Source: an optimization exercise on an open RTL-to-GDS flow (aim: small area, a short achievable clock period and few clock cycles per item). Production flows keep margins and buffers that such runs may drop. Where RTL was checked, it was by simulation tests only, not by an equivalence proof against the original. No functional check of the RTL was part of run 1.

==> flow/design.v, too long to show whole: its modules and the start of the top module <==
// module serac_cascade: 3131 lines
module serac_cascade (
    input  wire        clk,
    input  wire        rst,         
    input  wire        cfg_we,
    input  wire [5:0]  cfg_addr,    
    input  wire [31:0] cfg_data,
    input  wire        clr_state,   
    input  wire        in_valid,
    output wire        in_ready,
    input  wire [31:0] in_x,
    output reg         out_valid,
    output reg  [31:0] out_y
);
  // ...
==> flow/flow/run.sh <==
#!/bin/bash
set -euo pipefail
R=$PWD/orfs/results/sky130hd/serac_cascade/base
bash standard.sh synth > synth.log 2>&1
python3 flow/fa_polarity.py $R/1_2_yosys.v $R/1_2_yosys.pol.v > fa_polarity.log 2>&1
cp $R/1_2_yosys.v $R/1_2_yosys.std.v
mv $R/1_2_yosys.pol.v $R/1_2_yosys.v
rm -f $R/1_synth.odb $R/1_synth.sdc
bash standard.sh SETUP_SLACK_MARGIN=15 \
    "BUFFER_PORTS_ARGS=-buffer_cell sky130_fd_sc_hd__buf_4" \
    CTS_CLUSTER_SIZE=26 CTS_CLUSTER_DIAMETER=70 GPL_TIMING_DRIVEN=1 \
    finish > standard_flow.log 2>&1
==> flow/flow/fa_polarity.py <==
#!/usr/bin/env python3
"""Remove inverters between full adders in a flat sky130 gate netlist.

A full adder satisfies FA(~a, ~b, ~c) = ~FA(a, b, c) on both outputs. Each
fa cell may therefore be "flipped": its inputs and its outputs complemented.
The pass strips the removable inverters (inv_* cells whose output is not a
port or an assign operand), chooses the flips by local search so that as few
inversions as possible remain, and puts back one inverter per net that still
needs its complement. Registers and every other cell are left as they are.

usage: fa_polarity.py in.v out.v
"""
import re
import sys
from collections import defaultdict

OUT_PINS = {"X", "Y", "Q", "Q_N", "SUM", "COUT", "HI", "LO"}

src = open(sys.argv[1]).read()
m = re.search(r"\bmodule\s+(\S+)\s*\((.*?)\);", src, re.S)
ports = set(p.strip().lstrip("\\") for p in m.group(2).split(","))

inst_re = re.compile(r"^(\s*)(sky130_fd_sc_hd__\w+)\s+(\S+)\s*\((.*?)\);\s*$", re.S | re.M)
pin_re = re.compile(r"\.(\w+)\(\s*(.*?)\s*\)\s*(?:,|$)", re.S)

cells = []          # [type, name, {pin: net}, span]
for mt in inst_re.finditer(src):
    pins = dict(pin_re.findall(mt.group(4)))
    cells.append([mt.group(2), mt.group(3), pins, mt.span()])

def base(n):
    n = n.strip()
    n = re.sub(r"\[\d+\]$", "", n)
    return n.lstrip("\\").strip()

assign_nets = set()
for am in re.finditer(r"^\s*assign\s+(.*?);", src, re.S | re.M):
    for tok in re.findall(r"\\?[A-Za-z_$][\w$.\[\]\\]*(?:\s*\[\d+\])?", am.group(1)):
        assign_nets.add(tok.strip())

def is_port(n):
    return base(n) in ports

drv = {}
for i, (t, name, pins, _) in enumerate(cells):
    for p, n in pins.items():
        if p in OUT_PINS:
            drv[n] = (i, p)

def is_inv(t):
    return re.match(r"sky130_fd_sc_hd__(inv|clkinv)_\d+$", t) is not None

removable = set()
for i, (t, name, pins, _) in enumerate(cells):
    if is_inv(t) and t.endswith("inv_1"):
        y = pins["Y"]
        if not is_port(y) and y not in assign_nets and not y.startswith("\\"):
            removable.add(i)

def logical(n):
    """(source net, parity) following removable inverters."""
    par = 0
    seen = 0
    while n in drv and drv[n][0] in removable:
        n = cells[drv[n][0]][2]["A"]
        par ^= 1
        seen += 1
        if seen > 100:
            break
    return n, par

isfa = [t.startswith("sky130_fd_sc_hd__fa_") for (t, _, _, _) in cells]
XSWAP = {"sky130_fd_sc_hd__xor2_1": "sky130_fd_sc_hd__xnor2_1",
         "sky130_fd_sc_hd__xnor2_1": "sky130_fd_sc_hd__xor2_1"}
isx = [t in XSWAP for (t, _, _, _) in cells]     # output polarity may flip

# loads: (cell index, pin, source net, parity)
loads = []
for i, (t, name, pins, _) in enumerate(cells):
    if i in removable:
        continue
    for p, n in pins.items():
        if p in OUT_PINS:
            continue
        if not n or n.startswith("1'"):
            continue
        s, par = logical(n)
        if par == 0 and s == n:
            continue       # not through a removable inverter: leave alone,
                           # unless the cell is an fa (it may flip)
        loads.append((i, p, s, par))
# fa input pins that are not behind an inverter still matter if the fa flips
for i, (t, name, pins, _) in enumerate(cells):
    if i in removable or not isfa[i]:
        continue
    for p in ("A", "B", "CIN"):
        n = pins[p]
        s, par = logical(n)
        if par == 0 and s == n:
            loads.append((i, p, s, 0))
# loads of fa outputs that are not behind an inverter
fa_out_nets = {}
for i, (t, name, pins, _) in enumerate(cells):
    if isfa[i]:
        for p in ("SUM", "COUT"):
            fa_out_nets[pins[p]] = i
    if isx[i]:
        fa_out_nets[pins["X" if "X" in pins else "Y"]] = i
have = set((l[0], l[1]) for l in loads)
for i, (t, name, pins, _) in enumerate(cells):
    if i in removable:
        continue
    for p, n in pins.items():
        if p in OUT_PINS or (i, p) in have:
            continue
        if n in fa_out_nets:
            loads.append((i, p, n, 0))
# ports / assigns driven by fa outputs can not change polarity: pin the fa
pinned = set()
for n, i in fa_out_nets.items():
    if is_port(n) or n in assign_nets:
        pinned.add(i)
# constants feeding fa inputs: the fa may still flip (use the other constant)

def src_fa(s):
    d = drv.get(s)
    if d and (isfa[d[0]] or isx[d[0]]):
        return d[0]
    return None

by_src = defaultdict(list)
for li, (i, p, s, par) in enumerate(loads):
    by_src[s].append(li)
cell_srcs = defaultdict(set)
for s, lis in by_src.items():
    g = src_fa(s)
    if g is not None:
        cell_srcs[g].add(s)
    for li in lis:
        i = loads[li][0]
        if isfa[i]:
            cell_srcs[i].add(s)

phi = [0] * len(cells)

def need(li):
    i, p, s, par = loads[li]
    r = par
    if isfa[i]:
        r ^= phi[i]
    g = src_fa(s)
    if g is not None:
        r ^= phi[g]
    return r

def cost_src(s):
    if s.startswith("1'"):
        return 0
    return 1 if any(need(li) for li in by_src[s]) else 0

def total():
    return sum(cost_src(s) for s in by_src)

import random
random.seed(1)
before = total()
flippable = [f for f in range(len(cells)) if (isfa[f] or isx[f]) and f not in pinned]
cur = before
best = cur
best_phi = list(phi)
T = 2.0
steps = 60 * len(flippable)
passes = 0
for it in range(steps):
    f = random.choice(flippable)
    ss = cell_srcs[f]
    c0 = sum(cost_src(x) for x in ss)
    phi[f] ^= 1
    c1 = sum(cost_src(x) for x in ss)
    d = c1 - c0
    if d <= 0 or random.random() < pow(2.718, -d / T):
        cur += d
        if cur < best:
            best = cur
            best_phi = list(phi)
    else:
        phi[f] ^= 1
    T = max(0.02, 2.0 * (1 - it / steps))
phi = best_phi
# final greedy cleanup
improved = True
while improved:
    improved = False
    passes += 1
    for f in flippable:
        ss = cell_srcs[f]
        c0 = sum(cost_src(x) for x in ss)
        phi[f] ^= 1
        c1 = sum(cost_src(x) for x in ss)
        if c1 < c0:
            improved = True
        else:
            phi[f] ^= 1
after = total()

# rebuild
newpins = {}
inv_for = {}
extra = []
k = 0
for li, (i, p, s, par) in enumerate(loads):
    r = need(li)
    if r == 0:
        newpins[(i, p)] = s
    else:
        if s.startswith("1'"):
            newpins[(i, p)] = "1'h1" if s.endswith("0") else "1'h0"
            continue
        if s not in inv_for:
            k += 1
            nn = "_fapol_%d_" % k
            inv_for[s] = nn
            extra.append((s, nn))
        newpins[(i, p)] = inv_for[s]

out = []
pos = 0
for i, (t, name, pins, span) in enumerate(cells):
    out.append(src[pos:span[0]])
    pos = span[1]
    if i in removable:
        continue
    ren = {}
    if isx[i] and phi[i]:
        t = XSWAP[t]
        ren = {"X": "Y", "Y": "X"}
    body = []
    for p, n in pins.items():
        p = ren.get(p, p) if p in ("X", "Y") else p
        body.append("    .%s(%s )" % (p, newpins.get((i, ren.get(p, p) if ren else p), n)))
    out.append("  %s %s (\n%s\n  );" % (t, name, ",\n".join(body)))
rest = src[pos:]
decl = "".join("  wire %s;\n" % nn for (_, nn) in extra)
insts = "".join("  sky130_fd_sc_hd__inv_1 _fapol_inv_%d_ (\n    .A(%s ),\n    .Y(%s )\n  );\n"
                % (j + 1, s, nn) for j, (s, nn) in enumerate(extra))
rest = rest.replace("endmodule", insts + "endmodule", 1)
text = "".join(out) + rest
# declare new wires after the module header
text = re.sub(r"(\bmodule\s+\S+\s*\(.*?\);\n)", lambda mm: mm.group(1) + decl, text, count=1, flags=re.S)
open(sys.argv[2], "w").write(text)
nflip = sum(phi)
sys.stderr.write("fa_polarity: %d removable inverters, %d -> %d needed, %d fa flipped, %d passes\n"
                 % (len(removable), before, after, nflip, passes))
==> flow/standard.sh <==
#!/bin/bash
# synth_recipe.tcl (not shown) runs the flow's synth.tcl, then flattens the netlist and writes it again
# the make line also repeats each setting of config.mk as NAME=value (left out here)
make -C /OpenROAD-flow-scripts/flow DESIGN_CONFIG=/design/flow/config.mk WORK_HOME=/design/flow/orfs CLKGATE_MAP_FILE= SYNTH_SCRIPT=/design/flow/synth_recipe.tcl "${@:-finish}"
==> flow/config.mk <==
export PLATFORM = sky130hd
export DESIGN_NAME = serac_cascade
export DESIGN_NICKNAME = serac_cascade
export VERILOG_FILES = /design/flow/design.v
export SDC_FILE = /design/flow/constraint.sdc
export NUM_CORES = 8
export LEC_CHECK = 0
export CAP_MARGIN = 20
export CORE_MARGIN = 2
export CORE_UTILIZATION = 40
export PLACE_DENSITY = 0.6
export SETUP_SLACK_MARGIN = 0.5
export SLEW_MARGIN = 20
==> flow/constraint.sdc <==
create_clock -name core_clock -period 20.0 [get_ports {clk}]
set_input_delay 4.0000 -clock core_clock [delete_from_list [all_inputs] [get_ports {clk}]]
set_output_delay 4.0000 -clock core_clock [all_outputs]
set_load 0.01 [all_outputs]
==> results by group, run 1 <==
Run status
  – Outcome: no timing/DRC/antenna violations

Floorplanning
  – Tapcells: 7261
  – Cell Rows: 272
  – I/O pins: 109

Critical path
  – WP buf/inv: 1
  – Critical Path Start Type: flop
  – Worst r2r src: s1_B[5]$_DFF_P_
  – R2R cell count: 22
  – RR Endpoint: xd_A[26]$_DFF_P_

Logic synthesis
  – Yosys warns: 1
  – Mapped Area: 220600 sq um
  – Mapped Avg Cell Area: 11.81 sq um

Clock tree
  – Num CTS Buffers: 229
  – Setup Fix Bufs, Post-CTS: 107

Finish
  – Inverters: 577
  – Commonest cells after routing, fill and taps aside: a22oi_1, fa_1, edfxtp_1
  – # clk buffers: 260
  – N_diodes: 41
  – Multi-input gates: 13137
  – Multi-input gate area: 131600 sq um

Timing
  – RSZ-0062 raised after global routing: true
  – Setup TNS: 0 ns
  – Period utilization: 0.2784
  – Headroom to the max-slew limit: 0.1921
  – Setup Viol. Count Final: 0

Global routing
  – First-pass GRT wire length: 1282000 um

Drt
  – Met1 Wirelength: 340200 um
  – DR vias/cell: 6.551

Min path
  – WHS Endpoint: lastB$_DFF_P_
==> run 2, diff against run 1 <==
--- a/flow/design.v
+++ b/flow/design.v
@@ -3052,17 +3052,17 @@
         end else if (vD) begin
             s1r[secD] <= s1_new;
             s2r[secD] <= s2_new;
         end
     end
     wire        nt     = ~ph;
     wire        cont   = nt ? busy[1] : busy[0];
     wire [2:0]  nsec_t = nt ? nsec1 : nsec0;
-    wire        start  = in_valid & in_ready_o;
+    wire        start  = in_valid & ~cont & cnt[1] & ~we_r;
     wire        issue  = cont | start;
     wire [2:0]  sec_n  = cont ? nsec_t : 3'd0;
     wire        last_n = (sec_n == last_sec);
     wire [7:0]  oh_n   = 8'd1 << sec_n;
     wire [2:0]  sh_n   = rd3(oh_n, shv);
     wire [31:0] x_in   = in_x;
     wire [47:0] xd0    = booth(shsat(h0, sh_n));
     wire [47:0] xd1    = booth(shsat(h1, sh_n));
--- a/flow/flow/run.sh
+++ b/flow/flow/run.sh
@@ -4,9 +4,10 @@
 bash standard.sh synth > synth.log 2>&1
 python3 flow/fa_polarity.py $R/1_2_yosys.v $R/1_2_yosys.pol.v > fa_polarity.log 2>&1
 cp $R/1_2_yosys.v $R/1_2_yosys.std.v
 mv $R/1_2_yosys.pol.v $R/1_2_yosys.v
 rm -f $R/1_synth.odb $R/1_synth.sdc
 bash standard.sh SETUP_SLACK_MARGIN=15 \
     "BUFFER_PORTS_ARGS=-buffer_cell sky130_fd_sc_hd__buf_4" \
     CTS_CLUSTER_SIZE=26 CTS_CLUSTER_DIAMETER=70 GPL_TIMING_DRIVEN=1 \
+    CORE_UTILIZATION=55 PLACE_DENSITY=0.7 \
     finish > standard_flow.log 2>&1
==> run 2 against run 1 <==
Utilization rose by 16 points. Die area fell by 27%. First-iteration DRC count rose by 19%. Synthesized cell count rose by 0.95%. Final area fell by 1.1%. Global-route usage rose by 11 points. Clock skew fell by 0.046 ns. Hold slack got worse by 0.0039 ns. Highest routed layer unchanged.
==> results by group, run 2 <==
Finish
  – Sequential cell area: 84180 sq um (about the same)
  – Multi-input gate area: 132700 sq um (was 131600 sq um)
  – Commonest cells after routing, fill and taps aside: a22oi_1, fa_1, edfxtp_1 (unchanged)
  – Max reg flops: 376 (unchanged)
  – # fillers: 31648 (was 50007)
  – Fin area: 241600 sq um (was 244400 sq um)
  – Share of cells above drive strength 1: 0.1174 (was 0.1197)
  – Top reg by flops: s1r (unchanged)
  – Area Growth Syn to Fin: 9.226% (was 10.76%)
  – Most common cell after layout, fill and taps aside: a22oi_1 (unchanged)
  – Final #Nets: 21136 (was 20997)
  – Largest registers: s1r x376, s2r x368 (unchanged)

Timing
  – Clk_skew: 0.1190 ns (was 0.1645 ns)
  – Hold Fails Final Rpt: 0 (unchanged)
  – WHS: 0.3302 ns (was 0.3340 ns)
  – Worst-Margin Slew: 1.256 ns (was 1.212 ns)
  – Period utilization: 0.2768 (was 0.2784)
  – Setup TNS: 0 ns (unchanged)
  – Final count of pins violating max slew: 0 (unchanged)
  – Fin worst setup slack: 14.46 ns (was 14.43 ns)
  – Setup Viol. Count Final: 0 (unchanged)
  – RSZ-0062 raised after global routing: true (unchanged)
  – Headroom to the max-slew limit: 0.1626 (was 0.1921)
  – Final min period: 5.536 ns (was 5.567 ns)
  – Fmax: 180.7 MHz (was 179.6 MHz)

Logic synthesis
  – Mapped Nets: 21854 (was 21677)
  – Mapped Area: 221200 sq um (was 220600 sq um)
  – Yosys warns: 1 (unchanged)
  – Cells after synthesis: 18851 (was 18674)
  – Mapped Avg Cell Area: 11.74 sq um (was 11.81 sq um)

Global routing
  – M1 GR Usage: 0.5422 (was 0.4138)
  – Pin count of the biggest net entering global routing: 67 (was 69)
  – Vias in the first global route: 175747 (was 172881)
  – Total gr overflow: 0 (unchanged)
  – Initial antenna violation count: 66 (was 60)
  – First-pass GRT wire length: 1249000 um (was 1282000 um)
  – Total GRT Usage: 0.4252 (was 0.3172)
  – GRT met2 Usage: 0.5924 (was 0.4619)
  – Met3 Resource Use GR: 0.1853 (was 0.1105)
  – Gr busiest metal: met2 (unchanged)

Floorplanning
  – I/O pins: 109 (unchanged)
  – Die H: 638.2 um (was 746.7 um)
  – Initial Util: 0.5531 (was 0.4019)
  – Cell Rows: 232 (was 272)
  – DIE WIDTH: 638.2 um (was 746.7 um)
  – Core area: 400000 sq um (was 548900 sq um)
  – Die area: 407300 sq um (was 557500 sq um)

Placed design
  – Pre-CTS setup slack: 12.65 ns (was 12.67 ns)
  – Placed Area: 227100 sq um (was 229000 sq um)
  – RePlAce Congestion: 1.074 (was 1.005)
  – I/O Buffers: 108 (unchanged)
  – Placed wire-length estimate: 546000 um (was 567200 um)

Drt
  – Post-DRT Antenna Nets: 0 (unchanged)
  – Wire per inst: 37.32 um (was 35.76 um)
  – DRT Pass-1 Iters: 12 (was 9)
  – DRC viols: 0 (unchanged)
  – Via count: 171934 (was 167022)
  – DR vias/cell: 7.275 (was 6.551)
  – Detailed Route Iter0 Violations: 28827 (was 24291)
  – DRT Wirelength: 881800 um (was 911800 um)

Clock tree
  – CTS clk-pin slew, worst paths: 0.10 ns (was 0.09 ns)
  – H-tree depth: 4 (unchanged)
  – Max clock buf depth: 4 (unchanged)
  – Num CTS Buffers: 202 (was 229)
  – TritonCTS clock tree: done (unchanged)
  – Clock tree sinks: 3155 (unchanged)
  – Root Buffer Master: clkbuf_16 (unchanged)
  – Clk latency of the worst-skew pair: 1.06 ns (was 1.09 ns)

Job
  – Max Cap Viol: 0 (unchanged)

Critical path
  – CP delay by family, top: flip-flops (unchanged)
  – Critical path data required time: 16.00 ns (about the same)
  – Critical Path Start Type: flop (unchanged)
  – Crit end category: output port (unchanged)
  – CP max FO: 1 (was 3)
  – CP arrival: 1.54 ns (was 1.57 ns)
  – R2R setup slack: 14.74 ns (was 14.82 ns)
  – Worst stage delay on the critical path: 0.40 ns (was 0.41 ns)
  – WP buf/inv: 1 (unchanged)
  – Cells along the critical path: buf_6 (unchanged)
  – Critical path class: reg -> out (unchanged)
  – Crit-path slowest cell: dfxtp_4 (unchanged)

Min path
  – Worst min path class: reg -> reg (unchanged)

Run status
  – Outcome: no timing/DRC/antenna violations (unchanged)
==> run 2: path summary, 6_finish.rpt <==
check | from | cells past startpoint | to
worst max-delay path | out_valid$_SDFF_PP0_ | 1 | out_valid
worst min-delay path | secC[0]$_DFF_P_ | 0 | secD[0]$_DFF_P_
worst max register to register | s1_B[4]$_DFF_P_ | 16 | xd_A[0]$_DFF_P_
worst min register to register | secC[0]$_DFF_P_ | 0 | secD[0]$_DFF_P_
==> run 2: routing by layer <==
metal,vias to the layer above,share of wire
li1,66111,-
met2,16046,0.41
met5,-,0.00094
met4,54,0.080
met3,4215,0.17
met1,85508,0.34
==> run 2: stage by stage <==
| stage | cells | utilization |
|---|---|---|
| 2_1_floorplan | 18851 | - |
| 3_3_place_gp | 22944 | 0.5675 |
| 3_5_place_dp | 22947 | 0.5678 |
| 4_1_cts | 23466 | 0.5966 |
| 5_1_grt | 23573 | 0.6037 |
| 6_report | 23632 | 0.6041 |
==> run 2: final cells by class <==
class,instances,area share
Antenna cell,63,0.0006524
Clock buffer,241,0.02165
Clock inverter,134,0.008544
Inverter,581,0.009393
Multi-Input combinational cell,13276,0.5492
Sequential cell,3155,0.3484
Tap cell,5265,0.02726
Timing Repair Buffer,917,0.03493
==> run 2: what timing repair did <==
item / 4_1_cts / 5_1_grt
hold buffers: 0 / 0
endpoints found under the setup margin: 938 / 645
cloned: 9 / 7
setup buffers: 135 / 93
pin swaps: 94 / 154
gates resized for setup: 619 / 401
Testbench counts of run 2, summed over its fixed seeds: cycles 18,690, items 3,840.
==> run 3, diff against run 2 <==
--- a/flow/flow/run.sh
+++ b/flow/flow/run.sh
@@ -9,5 +9,5 @@
 bash standard.sh SETUP_SLACK_MARGIN=15 \
     "BUFFER_PORTS_ARGS=-buffer_cell sky130_fd_sc_hd__buf_4" \
     CTS_CLUSTER_SIZE=26 CTS_CLUSTER_DIAMETER=70 GPL_TIMING_DRIVEN=1 \
-    CORE_UTILIZATION=55 PLACE_DENSITY=0.7 \
+    CORE_UTILIZATION=62 PLACE_DENSITY=0.76 \
     finish > standard_flow.log 2>&1
==> run 3 against run 2 <==
First-iteration DRC count up 8.7%. Critical path depth stayed put. Hold slack worse by 0.020 ns. Final area is 0.74% lower. Count of clock-buffer cells in the layout is 11 higher. Non-clock buffer count is 17 lower. Wire length shrank 0.81%. Cell count down 2.3%. Clock skew up 0.029 ns.
==> results by group, run 3 <==
Critical path
  – CP max FO: 1 (unchanged)
  – Worst stage delay on the critical path: 0.33 ns (was 0.40 ns)
  – Crit-path slowest cell: dfxtp_2 (was dfxtp_4)
  – Crit end category: output port (unchanged)
  – Critical path data required time: 16.00 ns (about the same)
  – Cells along the critical path: buf_6 (unchanged)
  – CP arrival: 1.46 ns (was 1.54 ns)
  – Critical Path Start Type: flop (unchanged)
  – Critical path class: reg -> out (unchanged)
  – CP delay by family, top: flip-flops (unchanged)
  – WP buf/inv: 1 (unchanged)

Timing
  – Final count of pins violating max slew: 0 (unchanged)
  – Period utilization: 0.2732 (was 0.2768)
  – Worst-Margin Slew: 1.333 ns (was 1.256 ns)
  – WHS: 0.3097 ns (was 0.3302 ns)
  – Hold Fails Final Rpt: 0 (unchanged)
  – Clk_skew: 0.1478 ns (was 0.1190 ns)
  – Headroom to the max-slew limit: 0.1047 (was 0.1626)
  – RSZ-0062 raised after global routing: true (unchanged)
  – Fmax: 183.0 MHz (was 180.7 MHz)
  – Fin worst setup slack: 14.54 ns (was 14.46 ns)
  – Setup Viol. Count Final: 0 (unchanged)
  – Final min period: 5.464 ns (was 5.536 ns)
  – Setup TNS: 0 ns (unchanged)

Logic synthesis
  – Mapped Area: 221200 sq um (unchanged)
  – Cells after synthesis: 18851 (unchanged)
  – Yosys warns: 1 (unchanged)
  – Mapped Avg Cell Area: 11.74 sq um (unchanged)
  – Mapped Nets: 21854 (unchanged)

Clock tree
  – Root Buffer Master: clkbuf_16 (unchanged)
  – Clk latency of the worst-skew pair: 1.05 ns (was 1.06 ns)
  – TritonCTS clock tree: done (unchanged)
  – Max clock buf depth: 4 (unchanged)
  – Num CTS Buffers: 188 (was 202)
  – CTS clk-pin slew, worst paths: 0.10 ns (about the same)
  – Post-cts hold buffer count: 0 (unchanged)
  – H-tree depth: 4 (unchanged)
  – Clock tree sinks: 3155 (unchanged)

Job
  – Max Cap Viol: 0 (unchanged)

Global routing
  – Pin count of the biggest net entering global routing: 66 (was 67)
  – First-pass GRT wire length: 1246000 um (was 1249000 um)
  – Total GRT Usage: 0.4766 (was 0.4252)
  – Initial antenna violation count: 69 (was 66)
  – Total gr overflow: 0 (unchanged)
  – Vias in the first global route: 178540 (was 175747)

Placed design
  – Placed wire-length estimate: 541200 um (was 546000 um)
  – RePlAce Congestion: 1.083 (was 1.074)
  – I/O Buffers: 108 (unchanged)
  – Pre-CTS setup slack: 12.59 ns (was 12.65 ns)

Run status
  – Outcome: no timing/DRC/antenna violations (unchanged)

Drt
  – Wire per inst: 37.86 um (was 37.32 um)
  – Via count: 174430 (was 171934)
  – DR vias/cell: 7.551 (was 7.275)
  – Post-DRT Antenna Nets: 0 (unchanged)
  – DRC viols: 0 (unchanged)
  – DRT Wirelength: 874700 um (was 881800 um)
  – DRT Pass-1 Iters: 13 (was 12)
  – Detailed Route Iter0 Violations: 31330 (was 28827)

Finish
  – Commonest cells after routing, fill and taps aside: a22oi_1, fa_1, edfxtp_1 (unchanged)
  – Multi-input gate area: 132300 sq um (was 132700 sq um)
  – Max reg flops: 376 (unchanged)
  – Final #Nets: 21106 (was 21136)
  – Most common cell after layout, fill and taps aside: a22oi_1 (unchanged)
  – Area Growth Syn to Fin: 8.420% (was 9.226%)
  – Largest registers: s1r x376, s2r x368 (unchanged)
  – Top reg by flops: s1r (unchanged)
  – Sequential cell area: 84150 sq um (was 84180 sq um)
  – Share of cells above drive strength 1: 0.1113 (was 0.1174)
  – # fillers: 25758 (was 31648)

Floorplanning
  – Core area: 355400 sq um (was 400000 sq um)
  – Die H: 601.3 um (was 638.2 um)
  – I/O pins: 109 (unchanged)
  – Initial Util: 0.6225 (was 0.5531)
  – DIE WIDTH: 601.3 um (was 638.2 um)
  – Die area: 361600 sq um (was 407300 sq um)
  – Cell Rows: 219 (was 232)

Min path
  – Worst min path class: reg -> reg (unchanged)
==> run 3: cell count changes in the layout (fill, tap and decap cells not counted), sizes merged, moves of 2 or more <==
cell and delta:
diode +26, clkbuf +9, buf -19, inv -22
clkinv -15, bufbuf +4, bufinv -2
==> run 3: final timing paths <==
check,startpoint,end,slack [ns],cells after the start
worst max register to register,p0_B[58]$_DFF_P_,xd_A[7]$_DFF_P_,14.69,17
worst min-delay path,secB[1]$_DFF_P_,secC[1]$_DFF_P_,0.31,0
worst max-delay path,in_ready_o$_SDFF_PP1_,in_ready,14.54,1
worst min register to register,secB[1]$_DFF_P_,secC[1]$_DFF_P_,0.31,0
==> run 3: through the flow <==
step	instances	area, sq um	util
finish	23100	239900	0.6749
global placement	22417	226300	0.6368
floorplan	18851	221400	-
CTS	22933	237500	0.6682
global route	23017	239600	0.6743
detailed placement	22419	226400	0.6371
==> run 3: routing by layer <==
| layer | track usage | vias up | routed length [um] |
|---|---|---|---|
| met4 | 0.3126 | 67 | 76740 |
| met3 | 0.2188 | 5033 | 154700 |
| met2 | 0.6587 | 17771 | 351000 |
| met5 | 0.01229 | - | 1192 |
| li1 | - | 66054 | - |
| met1 | 0.5993 | 85505 | 291100 |
==> run 3: cell type report <==
cell class | count | area share
Timing Repair Buffer | 900 | 0.03500
Multi-Input combinational cell | 13277 | 0.5516
Clock inverter | 95 | 0.006228
Antenna cell | 89 | 0.0009285
Inverter | 581 | 0.009478
Clock buffer | 252 | 0.02114
Tap cell | 4751 | 0.02478
Sequential cell | 3155 | 0.3508
==> run 3: timing repair <==
| action | 4_1_cts | 5_1_grt |
|---|---|---|
| gates cloned | 19 | 3 |
| gates resized for setup | 624 | 263 |
| endpoints found under the setup margin | 899 | 604 |
| endpoints found under the hold margin | 0 | 0 |
| pin swaps | 131 | 82 |
| setup buffers | 148 | 66 |
==> run 4, diff against run 3 <==
--- a/flow/flow/run.sh
+++ b/flow/flow/run.sh
@@ -6,7 +6,7 @@
 cp $R/1_2_yosys.v $R/1_2_yosys.std.v
 mv $R/1_2_yosys.pol.v $R/1_2_yosys.v
 rm -f $R/1_synth.odb $R/1_synth.sdc
-bash standard.sh SETUP_SLACK_MARGIN=15 \
+bash standard.sh SETUP_SLACK_MARGIN=14.4 \
     "BUFFER_PORTS_ARGS=-buffer_cell sky130_fd_sc_hd__buf_4" \
     CTS_CLUSTER_SIZE=26 CTS_CLUSTER_DIAMETER=70 GPL_TIMING_DRIVEN=1 \
     CORE_UTILIZATION=62 PLACE_DENSITY=0.76 \
==> run 4 against run 3 <==
Non-clock buffer count fell by 218. Wire length decreased by 0.62%. Via count decreased by 0.45%. Critical path depth up 11. Maximum frequency shrank 5.2%. Critical path type is now reg -> reg. Critical endpoint is now s1_B[14]$_DFF_P_.
==> results by group, run 4 <==
Run status
  – Outcome: no timing/DRC/antenna violations (unchanged)

Drt
  – DRC viols: 0 (unchanged)
  – Detailed Route Iter0 Violations: 30636 (was 31330)
  – DRT Wirelength: 869200 um (was 874700 um)
  – Post-DRT Antenna Nets: 0 (unchanged)
  – DR vias/cell: 7.578 (was 7.551)
  – Wire per inst: 37.93 um (was 37.86 um)
  – Via count: 173639 (was 174430)
  – DRT Pass-1 Iters: 13 (unchanged)

Clock tree
  – Num CTS Buffers: 193 (was 188)
  – Post-cts hold buffer count: 0 (unchanged)
  – Clock tree sinks: 3155 (unchanged)
  – Root Buffer Master: clkbuf_16 (unchanged)
  – CTS clk-pin slew, worst paths: 0.10 ns (about the same)
  – Clk latency of the worst-skew pair: 1.04 ns (was 1.05 ns)
  – TritonCTS clock tree: done (unchanged)
  – H-tree depth: 4 (unchanged)
  – Max clock buf depth: 4 (unchanged)

Floorplanning
  – Initial Util: 0.6225 (unchanged)
  – Die area: 361600 sq um (unchanged)
  – I/O pins: 109 (unchanged)
  – Die H: 601.3 um (unchanged)
  – Cell Rows: 219 (unchanged)
  – Core area: 355400 sq um (unchanged)
  – DIE WIDTH: 601.3 um (unchanged)

Critical path
  – Cell mode on critical path: a21oi_2
  – Cells along the critical path: ha_1 > nand4_1 > nor3_2 > nand3_1 > a21oi_2 > a311o_1 > o21ai_1 > a2111o_1 > a21o_1 > o21ai_0 > xnor2_1 > a21oi_2 (was buf_6)
  – Critical path class: reg -> reg (was reg -> out)
  – Crit end category: flop (was output port)
  – CP arrival: 6.50 ns (was 1.46 ns)
  – Critical path data required time: 20.74 ns (was 16.00 ns)
  – WP buf/inv: 0 (was 1)
  – CP max FO: 9 (was 1)
  – Crit-path slowest cell: a21oi_2 (was dfxtp_2)
  – Worst r2r src: v1_D[50]$_DFF_P_ (was p0_B[58]$_DFF_P_)
  – Worst stage delay on the critical path: 1.05 ns (was 0.33 ns)
  – Critical Path Start Type: flop (unchanged)
  – Crit. Startpoint: v1_D[50]$_DFF_P_ (was in_ready_o$_SDFF_PP1_)
  – CP delay by family, top: compound AO/OA/AOI/OAI gates (was flip-flops)

Logic synthesis
  – Mapped Area: 221200 sq um (unchanged)
  – Mapped Avg Cell Area: 11.74 sq um (unchanged)
  – Cells after synthesis: 18851 (unchanged)
  – Mapped Nets: 21854 (unchanged)
  – Yosys warns: 1 (unchanged)

Timing
  – Final min period: 5.764 ns (was 5.464 ns)
  – Hold Fails Final Rpt: 0 (unchanged)
  – Fmax: 173.5 MHz (was 183.0 MHz)
  – Fin worst setup slack: 14.24 ns (was 14.54 ns)
  – Setup TNS: 0 ns (unchanged)
  – RSZ-0062 raised after global routing: true (unchanged)
  – Worst-Margin Slew: 1.375 ns (was 1.333 ns)
  – Final count of pins violating max slew: 0 (unchanged)
  – Clk_skew: 0.1226 ns (was 0.1478 ns)
  – Period utilization: 0.2882 (was 0.2732)
  – Headroom to the max-slew limit: 0.08302 (was 0.1047)
  – WHS: 0.3269 ns (was 0.3097 ns)
  – Setup Viol. Count Final: 0 (unchanged)

Finish
  – Largest registers: s1r x376, s2r x368 (unchanged)
  – Area Growth Syn to Fin: 6.367% (was 8.420%)
  – Max reg flops: 376 (unchanged)
  – Most common cell after layout, fill and taps aside: a22oi_1 (unchanged)
  – Share of cells above drive strength 1: 0.08549 (was 0.1113)
  – Final #Nets: 20890 (was 21106)
  – Commonest cells after routing, fill and taps aside: a22oi_1, fa_1, edfxtp_1 (unchanged)
  – Top reg by flops: s1r (unchanged)

Placed design
  – RePlAce Congestion: 1.071 (was 1.083)
  – Pre-CTS setup slack: 12.30 ns (was 12.59 ns)
  – I/O Buffers: 108 (unchanged)
  – Placed wire-length estimate: 546400 um (was 541200 um)

Min path
  – Worst min path class: reg -> reg (unchanged)
  – Hold wc startpoint: secC[2]$_DFF_P_ (was secB[1]$_DFF_P_)

Global routing
  – Pin count of the biggest net entering global routing: 80 (was 66)
  – Vias in the first global route: 177859 (was 178540)
  – Total GRT Usage: 0.4744 (was 0.4766)
  – Total gr overflow: 0 (unchanged)
  – Initial antenna violation count: 87 (was 69)
  – First-pass GRT wire length: 1239000 um (was 1246000 um)

Job
  – Max Cap Viol: 0 (unchanged)
[run 4: metal layers]
layer / share of wire / global-route usage / routed length, um / vias to the layer above
met5: 0.00088 / 0.009117 / 763 / -
met4: 0.093 / 0.3343 / 80600 / 58
met3: 0.18 / 0.2205 / 153700 / 5069
met2: 0.40 / 0.6526 / 348800 / 17469
met1: 0.33 / 0.5884 / 285400 / 85444
li1: - / - / - / 65599
[run 4: worst register-to-register path, stage by stage, from the launching register on]
cell and delay [ns]:
dfxtp_1 0.32, ha_1 0.45, nand4_1 0.23, nor3_2 0.46, nand3_1 0.33, a21oi_2 0.32, a311o_1 0.40, o21ai_1 0.21
a2111o_1 0.58, a21o_1 0.23, o21ai_0 0.44, xnor2_1 0.44, a21oi_2 1.06
[run 4: path summary, 6_finish.rpt]
| kind | slack [ns] | end | depth (start not counted) |
|---|---|---|---|
| setup reg to reg | 14.24 | s1_B[14]$_DFF_P_ | 12 |
| hold reg to reg | 0.33 | secD[2]$_DFF_P_ | 0 |
| setup / recovery | 14.24 | s1_B[14]$_DFF_P_ | 12 |
| hold / removal | 0.33 | secD[2]$_DFF_P_ | 0 |
[run 4: what timing repair did]
action / in CTS / in global routing
cloned: 2 / 1
hold endpoints to repair: 0 / 0
buffers inserted: 18 / 21
pin swaps: 11 / 17
resized for setup: 156 / 123
setup endpoints to repair: 430 / 418
[run 4: stage by stage]
stage                     area, sq um    util  cells
final                          235300  0.6621  22914
after global routing           235000  0.6613  22804
after CTS                      234100  0.6586  22774
after detailed placement       226200  0.6366  22398
after global placement         226100  0.6363  22396
after floorplan                221300       -  18851
[run 4: layout make-up]
| type | count | area (sq um) |
|---|---|---|
| clock buffer | 248 | 5076 |
| multi-input combinational | 13274 | 130400 |
| clock inverter | 108 | 1794 |
| tap | 4751 | 5944 |
| antenna | 115 | 287.8 |
| timing repair buffer | 682 | 5545 |
| fill | 26491 | 120100 |
| inverter | 581 | 2215 |
| sequential | 3155 | 84050 |
==> run 5, diff against run 4 <==
--- a/flow/flow/run.sh
+++ b/flow/flow/run.sh
@@ -6,7 +6,7 @@
 cp $R/1_2_yosys.v $R/1_2_yosys.std.v
 mv $R/1_2_yosys.pol.v $R/1_2_yosys.v
 rm -f $R/1_synth.odb $R/1_synth.sdc
-bash standard.sh SETUP_SLACK_MARGIN=14.4 \
+bash standard.sh SETUP_SLACK_MARGIN=14.7 \
     "BUFFER_PORTS_ARGS=-buffer_cell sky130_fd_sc_hd__buf_4" \
     CTS_CLUSTER_SIZE=26 CTS_CLUSTER_DIAMETER=70 GPL_TIMING_DRIVEN=1 \
     CORE_UTILIZATION=62 PLACE_DENSITY=0.76 \
==> run 5 against run 4 <==
Still clean on timing, DRC and antenna. First-iteration DRC count grew 0.84%. Sequential cell count is the same. Via count grew 0.14%. Synthesized area is the same. Cell count grew 0.34%. Sequential share of layout area shrank 0.28 points. Critical path type is now reg -> out. Highest routed layer unchanged.
==> results by group, run 5 <==
Floorplanning
  – DIE WIDTH: 601.3 um (unchanged)
  – Cell Rows: 219 (unchanged)
  – Die H: 601.3 um (unchanged)
  – Core area: 355400 sq um (unchanged)
  – Die area: 361600 sq um (unchanged)
  – Initial Util: 0.6225 (unchanged)
  – I/O pins: 109 (unchanged)

Min path
  – WHS Path Cells: 0 (unchanged)
  – Worst min path class: reg -> reg (unchanged)
  – WHS Endpoint: secC[0]$_DFF_P_ (was secD[2]$_DFF_P_)
  – Hold wc startpoint: secB[0]$_DFF_P_ (was secC[2]$_DFF_P_)

Placed design
  – RePlAce Congestion: 1.120 (was 1.071)
  – Placed wire-length estimate: 539400 um (was 546400 um)
  – Dpl cells: 22426 (was 22398)
  – I/O Buffers: 108 (unchanged)
  – Pre-CTS setup slack: 12.13 ns (was 12.30 ns)

Finish
  – Max reg flops: 376 (unchanged)
  – Sequential cell area: 84130 sq um (was 84050 sq um)
  – Cell Count, Final, Fillers Out: 22991 (was 22914)
  – Share of cells above drive strength 1: 0.1013 (was 0.08549)
  – Commonest cells after routing, fill and taps aside: a22oi_1, fa_1, edfxtp_1 (unchanged)
  – Most common cell after layout, fill and taps aside: a22oi_1 (unchanged)
  – Final #Nets: 21016 (was 20890)
  – Largest registers: s1r x376, s2r x368 (unchanged)
  – # fillers: 26116 (was 26491)
  – Top reg by flops: s1r (unchanged)
  – Area Growth Syn to Fin: 7.324% (was 6.367%)
  – Multi-input gate area: 131500 sq um (was 130400 sq um)

Critical path
  – WP buf/inv: 1 (was 0)
  – CP max FO: 1 (was 9)
  – Crit end category: output port (was flop)
  – RR Endpoint: w1_C[95]$_DFF_P_ (was s1_B[14]$_DFF_P_)
  – Crit-path slowest cell: dfxtp_2 (was a21oi_2)
  – R2R setup slack: 14.65 ns (was 14.24 ns)
  – Critical path data required time: 16.00 ns (was 20.74 ns)
  – CP delay by family, top: flip-flops (was compound AO/OA/AOI/OAI gates)
  – CP arrival: 1.46 ns (was 6.50 ns)
  – Critical path class: reg -> out (was reg -> reg)
  – Worst r2r src: xd_B[33]$_DFF_P_ (was v1_D[50]$_DFF_P_)
  – Cells along the critical path: buf_6 (was ha_1 > nand4_1 > nor3_2 > nand3_1 > a21oi_2 > a311o_1 > o21ai_1 > a2111o_1 > a21o_1 > o21ai_0 > xnor2_1 > a21oi_2)
  – Worst stage delay on the critical path: 0.33 ns (was 1.05 ns)
  – R2R cell count: 10 (was 12)
  – Critical Path Start Type: flop (unchanged)
  – Stages on worst setup path: 1 (was 12)

Logic synthesis
  – Mapped Nets: 21854 (unchanged)
  – Yosys warns: 1 (unchanged)
  – Cells after synthesis: 18851 (unchanged)
  – Mapped Avg Cell Area: 11.74 sq um (unchanged)
  – Mapped Area: 221200 sq um (unchanged)

Timing
  – Setup TNS: 0 ns (unchanged)
  – Final count of pins violating max slew: 0 (unchanged)
  – Setup Viol. Count Final: 0 (unchanged)
  – RSZ-0062 raised after global routing: true (unchanged)
  – Fmax: 183.1 MHz (was 173.5 MHz)
  – Headroom to the max-slew limit: 0.1151 (was 0.08302)
  – Fin worst setup slack: 14.54 ns (was 14.24 ns)
  – Clk_skew: 0.1167 ns (was 0.1226 ns)
  – Final min period: 5.461 ns (was 5.764 ns)
  – Period utilization: 0.2731 (was 0.2882)
  – WHS: 0.3365 ns (was 0.3269 ns)
  – Worst-Margin Slew: 1.318 ns (was 1.375 ns)
  – Hold Fails Final Rpt: 0 (unchanged)

Run status
  – Outcome: no timing/DRC/antenna violations (unchanged)

Clock tree
  – TritonCTS clock tree: done (unchanged)
  – Num CTS Buffers: 186 (was 193)
  – Max clock buf depth: 4 (unchanged)
  – Clk latency of the worst-skew pair: 1.03 ns (was 1.04 ns)
  – CTS clk-pin slew, worst paths: 0.10 ns (about the same)
  – H-tree depth: 4 (unchanged)
  – Clock tree sinks: 3155 (unchanged)
  – Root Buffer Master: clkbuf_16 (unchanged)
  – Post-cts hold buffer count: 0 (unchanged)

Drt
  – Wire per inst: 37.53 um (was 37.93 um)
  – DRT Pass-1 Iters: 14 (was 13)
  – Via count: 173885 (was 173639)
  – Detailed Route Iter0 Violations: 30894 (was 30636)
  – DR vias/cell: 7.563 (was 7.578)
  – DRC viols: 0 (unchanged)
  – Post-DRT Antenna Nets: 0 (unchanged)
  – DRT Wirelength: 862800 um (was 869200 um)

Global routing
  – GRT met2 Usage: 0.6453 (was 0.6526)
  – Total GRT Usage: 0.4701 (was 0.4744)
  – First-pass GRT wire length: 1232000 um (was 1239000 um)
  – Met3 Resource Use GR: 0.2295 (was 0.2205)
  – Vias in the first global route: 178193 (was 177859)
  – Pin count of the biggest net entering global routing: 111 (was 80)
  – Gr busiest metal: met2 (unchanged)
  – Total gr overflow: 0 (unchanged)
  – M1 GR Usage: 0.5821 (was 0.5884)
  – Initial antenna violation count: 76 (was 87)

Job
  – Max Cap Viol: 0 (unchanged)
## run 5: metrics by stage
stage / utilization / cell area [sq um]
3_5_place_dp: 0.6367 / 226300
6_report: 0.6681 / 237400
5_1_grt: 0.6677 / 237300
3_3_place_gp: 0.6366 / 226300
2_1_floorplan: - / 221400
4_1_cts: 0.6611 / 234900
## run 5: how the worst max path moves through the flow
stage / from / endpoint / slack [ns]
after floorplan: in_x[28] / xd_A[1]$_DFF_P_ / 14.33
after global placement: ph$_SDFF_PP0_ / xd_A[22]$_DFF_P_ / 12.07
after detailed placement: ph$_SDFF_PP0_ / xd_A[22]$_DFF_P_ / 12.13
after CTS: in_ready_o$_SDFF_PP1_ / in_ready / 14.51
after global routing: in_ready_o$_SDFF_PP1_ / in_ready / 14.51
final: in_ready_o$_SDFF_PP1_ / in_ready / 14.54
## run 5: layout make-up
| cell class | instances | share of cell area |
|---|---|---|
| Multi-Input combinational cell | 13273 | 0.5537 |
| Sequential cell | 3155 | 0.3543 |
| Timing Repair Buffer | 816 | 0.02934 |
| Tap cell | 4751 | 0.02504 |
| Clock buffer | 250 | 0.02119 |
| Inverter | 581 | 0.009391 |
| Clock inverter | 95 | 0.006276 |
| Antenna cell | 70 | 0.0007378 |
## run 5: routing by layer
metal,vias up,share of wire
met1,85270,0.33
met3,5159,0.18
li1,65805,-
met4,86,0.089
met2,17565,0.40
met5,-,0.0016
## run 5: what timing repair did
action                                  4_1_cts  5_1_grt
gates resized for setup                     332      278
endpoints found under the setup margin      617      627
buffers inserted                             47       87
pin swaps                                    29       61
cloned                                        8        4
hold endpoints to repair                      0        0
==> run 6, diff against run 5 <==
--- a/flow/flow/run.sh
+++ b/flow/flow/run.sh
@@ -9,5 +9,5 @@
 bash standard.sh SETUP_SLACK_MARGIN=14.7 \
     "BUFFER_PORTS_ARGS=-buffer_cell sky130_fd_sc_hd__buf_4" \
     CTS_CLUSTER_SIZE=26 CTS_CLUSTER_DIAMETER=70 GPL_TIMING_DRIVEN=1 \
-    CORE_UTILIZATION=62 PLACE_DENSITY=0.76 \
+    CORE_UTILIZATION=55 PLACE_DENSITY=0.7 \
     finish > standard_flow.log 2>&1
==> run 6 against run 5 <==
Sequential share of layout area down 0.16 points. Cell count up 2.3%. Critical endpoint is now out_valid. Critical path depth unchanged. Critical path type unchanged. Sequential cell count unchanged. Clock skew up 0.0066 ns. Final area up 0.48%. Hold slack worse by 0.017 ns. First-iteration DRC count down 6.2%.
==> results by group, run 6 <==
Critical path
  – CP max FO: 1 (unchanged)
  – Crit end category: output port (unchanged)
  – Worst stage delay on the critical path: 0.37 ns (was 0.33 ns)
  – Critical path data required time: 16.00 ns (about the same)
  – CP arrival: 1.53 ns (was 1.46 ns)
  – WP buf/inv: 1 (unchanged)
  – Cells along the critical path: buf_6 (unchanged)
  – CP delay by family, top: flip-flops (unchanged)
  – Critical Path Start Type: flop (unchanged)
  – Critical path class: reg -> out (unchanged)
  – Crit-path slowest cell: dfxtp_4 (was dfxtp_2)

Job
  – Max Cap Viol: 0 (unchanged)

Finish
  – Most common cell after layout, fill and taps aside: a22oi_1 (unchanged)
  – Commonest cells after routing, fill and taps aside: a22oi_1, fa_1, edfxtp_1 (unchanged)
  – Max reg flops: 376 (unchanged)
  – Area Growth Syn to Fin: 7.840% (was 7.324%)
  – Largest registers: s1r x376, s2r x368 (unchanged)
  – Top reg by flops: s1r (unchanged)
  – Final #Nets: 21030 (was 21016)
  – # fillers: 31817 (was 26116)
  – Cell Count, Final, Fillers Out: 23528 (was 22991)
  – Share of cells above drive strength 1: 0.1037 (was 0.1013)

Clock tree
  – Root Buffer Master: clkbuf_16 (unchanged)
  – Clk latency of the worst-skew pair: 1.08 ns (was 1.03 ns)
  – TritonCTS clock tree: done (unchanged)
  – Clock tree sinks: 3155 (unchanged)
  – H-tree depth: 4 (unchanged)
  – Max clock buf depth: 4 (unchanged)
  – Num CTS Buffers: 199 (was 186)
  – CTS clk-pin slew, worst paths: 0.10 ns (about the same)

Timing
  – Setup TNS: 0 ns (unchanged)
  – Fin worst setup slack: 14.47 ns (was 14.54 ns)
  – Setup Viol. Count Final: 0 (unchanged)
  – Hold Fails Final Rpt: 0 (unchanged)
  – Clk_skew: 0.1233 ns (was 0.1167 ns)
  – RSZ-0062 raised after global routing: true (unchanged)
  – Period utilization: 0.2764 (was 0.2731)
  – Headroom to the max-slew limit: 0.1196 (was 0.1151)
  – Final min period: 5.528 ns (was 5.461 ns)
  – Fmax: 180.9 MHz (was 183.1 MHz)
  – Worst-Margin Slew: 1.316 ns (was 1.318 ns)
  – Final count of pins violating max slew: 0 (unchanged)

Global routing
  – Vias in the first global route: 174961 (was 178193)
  – Initial antenna violation count: 71 (was 76)
  – Total gr overflow: 0 (unchanged)
  – Total GRT Usage: 0.4228 (was 0.4701)
  – First-pass GRT wire length: 1245000 um (was 1232000 um)
  – Pin count of the biggest net entering global routing: 87 (was 111)

Drt
  – DRC viols: 0 (unchanged)
  – Detailed Route Iter0 Violations: 28977 (was 30894)
  – DR vias/cell: 7.287 (was 7.563)
  – Wire per inst: 37.27 um (was 37.53 um)
  – Via count: 171453 (was 173885)
  – DRT Wirelength: 876900 um (was 862800 um)
  – DRT Pass-1 Iters: 37 (was 14)
  – Post-DRT Antenna Nets: 0 (unchanged)

Placed design
  – Dpl cells: 22948 (was 22426)
  – I/O Buffers: 108 (unchanged)
  – RePlAce Congestion: 1.059 (was 1.120)
  – Placed wire-length estimate: 545400 um (was 539400 um)
  – Pre-CTS setup slack: 12.43 ns (was 12.13 ns)

Logic synthesis
  – Cells after synthesis: 18851 (unchanged)
  – Mapped Avg Cell Area: 11.74 sq um (unchanged)
  – Mapped Nets: 21854 (unchanged)
  – Yosys warns: 1 (unchanged)
  – Mapped Area: 221200 sq um (unchanged)

Floorplanning
  – Die H: 638.2 um (was 601.3 um)
  – Initial Util: 0.5531 (was 0.6225)
  – Die area: 407300 sq um (was 361600 sq um)
  – DIE WIDTH: 638.2 um (was 601.3 um)
  – Core area: 400000 sq um (was 355400 sq um)
  – Cell Rows: 232 (was 219)
  – I/O pins: 109 (unchanged)

Min path
  – Worst min path class: reg -> reg (unchanged)

Run status
  – Outcome: no timing/DRC/antenna violations (unchanged)
-- run 6: cell count changes in the layout (fill, tap and decap cells not counted), moves of 8 or more --
cell	previous run	this run
clkbuf_16	194	211
clkbuf_1	56	35
nor2_1	1022	1013
dfxtp_2	150	138
xor2_1	1650	1658
buf_12	23	9
-- run 6: repair_timing --
item | 4_1_cts | 5_1_grt
endpoints found under the hold margin | 0 | 0
hold buffers | 0 | 0
setup buffers | 58 | 65
endpoints found under the setup margin | 653 | 548
gates cloned | 10 | 7
pin swaps | 45 | 65
resized for setup | 341 | 259
-- run 6: worst paths after layout --
path,start,endpoint,slack [ns],depth (start not counted)
max,out_valid$_SDFF_PP0_,out_valid,14.47,1
min,lastA$_DFF_P_,lastB$_DFF_P_,0.32,0
max reg2reg,xd_B[9]$_DFF_P_,w2_C[95]$_DFF_P_,14.65,10
min reg2reg,lastA$_DFF_P_,lastB$_DFF_P_,0.32,0
-- run 6: final cells by class --
type	instances	area [sq um]	area share
well taps	5265	6588	0.02761
multi-input cells	13275	131500	0.5510
diodes	70	175.2	0.0007342
flip-flops and latches	3155	84140	0.3527
inverters	581	2235	0.009367
clock buffers	243	5303	0.02223
clock inverters	124	1750	0.007337
repair buffers	815	6919	0.02900
-- run 6: stage by stage --
| step | hold WS [ns] | instance area, sq um | util |
|---|---|---|---|
| final | 0.3194 | 238600 | 0.5964 |
| after global routing | 0.3231 | 238400 | 0.5960 |
| after CTS | 0.3290 | 236400 | 0.5911 |
| after detailed placement | 0.3121 | 227100 | 0.5677 |
| after global placement | 0.3099 | 227000 | 0.5676 |
| after floorplan | 0.3096 | 221400 | - |
-- run 6: per-layer routing --
metal | wire length, um | share of wire | track usage | vias up
li1 | - | - | - | 65876
met2 | 356300 | 0.41 | 0.5941 | 15887
met4 | 68790 | 0.078 | 0.2549 | 68
met5 | 828 | 0.00094 | 0.008626 | -
met1 | 305300 | 0.35 | 0.5402 | 85466
met3 | 145700 | 0.17 | 0.1804 | 4156
==> run 7, diff against run 6 <==
--- a/flow/flow/run.sh
+++ b/flow/flow/run.sh
@@ -8,6 +8,6 @@
 rm -f $R/1_synth.odb $R/1_synth.sdc
 bash standard.sh SETUP_SLACK_MARGIN=14.7 \
     "BUFFER_PORTS_ARGS=-buffer_cell sky130_fd_sc_hd__buf_4" \
-    CTS_CLUSTER_SIZE=26 CTS_CLUSTER_DIAMETER=70 GPL_TIMING_DRIVEN=1 \
-    CORE_UTILIZATION=55 PLACE_DENSITY=0.7 \
+    CTS_CLUSTER_SIZE=30 CTS_CLUSTER_DIAMETER=60 GPL_TIMING_DRIVEN=1 \
+    CORE_UTILIZATION=62 PLACE_DENSITY=0.76 \
     finish > standard_flow.log 2>&1
==> run 7 against run 6 <==
Worst setup slack better by 0.015 ns. Critical endpoint unchanged. Cell count down 1.9%. Synthesized cell count unchanged. Non-clock buffer count up 6. Die area down 11%.
==> results by group, run 7 <==
Run status
  – Outcome: no timing/DRC/antenna violations (unchanged)

Placed design
  – Placed wire-length estimate: 539400 um (was 545400 um)
  – I/O Buffers: 108 (unchanged)
  – RePlAce Congestion: 1.120 (was 1.059)

Logic synthesis
  – Yosys warns: 1 (unchanged)
  – Mapped Nets: 21854 (unchanged)
  – Mapped Area: 221200 sq um (unchanged)
  – Mapped Avg Cell Area: 11.74 sq um (unchanged)
  – Cells after synthesis: 18851 (unchanged)

Drt
  – DR vias/cell: 7.552 (was 7.287)
  – DRT Pass-1 Iters: 22 (was 37)
  – DRC viols: 0 (unchanged)
  – Detailed Route Iter0 Violations: 30012 (was 28977)
  – DRT Wirelength: 865200 um (was 876900 um)
  – Via count: 174361 (was 171453)
  – Wire per inst: 37.48 um (was 37.27 um)
  – Post-DRT Antenna Nets: 0 (unchanged)

Job
  – Max Cap Viol: 0 (unchanged)

Critical path
  – R2R setup slack: 14.55 ns (was 14.65 ns)
  – WP buf/inv: 1 (unchanged)
  – Critical path data required time: 16.00 ns (about the same)
  – Cells along the critical path: buf_6 (unchanged)
  – Critical path class: reg -> out (unchanged)
  – CP delay by family, top: flip-flops (unchanged)
  – Crit end category: output port (unchanged)
  – CP arrival: 1.51 ns (was 1.53 ns)
  – Crit-path slowest cell: dfxtp_2 (was dfxtp_4)
  – Worst stage delay on the critical path: 0.33 ns (was 0.37 ns)
  – CP max FO: 1 (unchanged)
  – Critical Path Start Type: flop (unchanged)

Finish
  – Final #Nets: 21068 (was 21030)
  – Most common cell after layout, fill and taps aside: a22oi_1 (unchanged)
  – Max reg flops: 376 (unchanged)
  – Area Growth Syn to Fin: 8.444% (was 7.840%)
  – # fillers: 25659 (was 31817)
  – Commonest cells after routing, fill and taps aside: a22oi_1, fa_1, edfxtp_1 (unchanged)
  – Sequential cell area: 84130 sq um (was 84140 sq um)
  – Largest registers: s1r x376, s2r x368 (unchanged)
  – Share of cells above drive strength 1: 0.1082 (was 0.1037)
  – Multi-input gate area: 131300 sq um (was 131500 sq um)
  – Util after Layout: 0.6750 (was 0.5964)
  – Top reg by flops: s1r (unchanged)

Timing
  – Period utilization: 0.2757 (was 0.2764)
  – Fmax: 181.4 MHz (was 180.9 MHz)
  – Final count of pins violating max slew: 0 (unchanged)
  – Clk_skew: 0.1291 ns (was 0.1233 ns)
  – Hold Fails Final Rpt: 0 (unchanged)
  – Setup TNS: 0 ns (unchanged)
  – RSZ-0062 raised after global routing: true (unchanged)
  – Worst-Margin Slew: 1.359 ns (was 1.316 ns)
  – Headroom to the max-slew limit: 0.08777 (was 0.1196)
  – Final min period: 5.514 ns (was 5.528 ns)
  – Setup Viol. Count Final: 0 (unchanged)

Clock tree
  – CTS clk-pin slew, worst paths: 0.10 ns (about the same)
  – TritonCTS clock tree: done (unchanged)
  – Clock tree sinks: 3155 (unchanged)
  – Clk latency of the worst-skew pair: 1.08 ns (about the same)
  – Num CTS Buffers: 233 (was 199)
  – Root Buffer Master: clkbuf_16 (unchanged)
  – Max clock buf depth: 4 (unchanged)
  – H-tree depth: 4 (unchanged)

Floorplanning
  – I/O pins: 109 (unchanged)
  – Die area: 361600 sq um (was 407300 sq um)
  – Cell Rows: 219 (was 232)
  – DIE WIDTH: 601.3 um (was 638.2 um)
  – Core area: 355400 sq um (was 400000 sq um)
  – Initial Util: 0.6225 (was 0.5531)
  – Die H: 601.3 um (was 638.2 um)

Global routing
  – Initial antenna violation count: 80 (was 71)
  – Pin count of the biggest net entering global routing: 111 (was 87)
  – Total GRT Usage: 0.4720 (was 0.4228)
  – Vias in the first global route: 179032 (was 174961)
  – Total gr overflow: 0 (unchanged)
  – First-pass GRT wire length: 1238000 um (was 1245000 um)

Min path
  – Worst min path class: reg -> reg (unchanged)
[run 7: path summary, 6_finish.rpt]
| check | startpoint | endpoint | depth (start not counted) |
|---|---|---|---|
| setup / recovery | out_valid$_SDFF_PP0_ | out_valid | 1 |
| hold / removal | secC[0]$_DFF_P_ | secD[0]$_DFF_P_ | 0 |
| setup reg to reg | xd_B[25]$_DFF_P_ | w1_C[100]$_DFF_P_ | 9 |
| hold reg to reg | secC[0]$_DFF_P_ | secD[0]$_DFF_P_ | 0 |
[run 7: cell type report]
class	instances	area share
Clock buffer	242	0.02471
Tap cell	4751	0.02478
Inverter	581	0.009294
Sequential cell	3155	0.3507
Timing Repair Buffer	821	0.02915
Multi-Input combinational cell	13273	0.5474
Antenna cell	66	0.0006884
Clock inverter	198	0.01334
[run 7: what timing repair did]
action                                  CTS  global route
gates cloned                              7             3
gates resized for setup                 334           259
endpoints found under the setup margin  660           683
hold buffers                              0             0
hold endpoints to repair                  0             0
setup buffers                            47            90
pin swaps                                31            48
[run 7: routing by layer]
metal / global-route usage / vias up / share of wire
met5: 0.02260 / - / 0.0023
met4: 0.3206 / 92 / 0.090
met3: 0.2271 / 5259 / 0.18
met2: 0.6479 / 17759 / 0.40
met1: 0.5852 / 85249 / 0.33
li1: - / 66002 / -
[run 7: per-stage QoR]
stage	worst slack [ns]	cell area (sq um)	cells	hold slack, ns
floorplan	14.33	221400	18851	0.3096
global placement	12.07	226300	22426	0.3101
detailed placement	12.13	226300	22426	0.3121
CTS	14.46	237500	22920	0.3350
global route	14.47	239800	23033	0.3445
finish	14.49	239900	23087	0.3357

[port drivers added, routing unchanged]
The results above use ideal ports. As a check the final layouts listed here were re-extracted and re-timed, cells and wires unchanged.
Step 1 sets driving cells, clkbuf_16 on the clock port and buf_2 on the other inputs (assumed; they add their load-dependent delay and slew).
Step 2 also shifts input and output timing later by t, the mid clock arrival at the registers, as if the neighbouring blocks saw the same clock.
a / b / c = ideal ports / drivers / drivers and shift; a / b = the first two.
run	t (ns)	slack for setup (ns)	hold slack, ns
run 1	1.122	14.433 / 14.322 / 13.939	0.334 / 0.334 / 0.334
run 2	1.107	14.464 / 14.349 / 13.911	0.330 / 0.330 / 0.330
run 3	1.103	14.536 / 14.408 / 13.897	0.310 / 0.310 / 0.310
run 4	1.092	14.237 / 14.237 / 13.806	0.327 / 0.327 / 0.327
run 5	1.087	14.539 / 14.417 / 13.841	0.336 / 0.336 / 0.336
run 6	1.107	14.472 / 14.377 / 13.826	0.319 / 0.319 / 0.319
run 7	1.132	14.486 / 14.368 / 13.765	0.336 / 0.336 / 0.336
After both steps setup and hold are still met in every run listed. For run 7, which loses most, drivers alone change the setup slack by -0.118 ns; drivers and shift together by -0.721 ns.
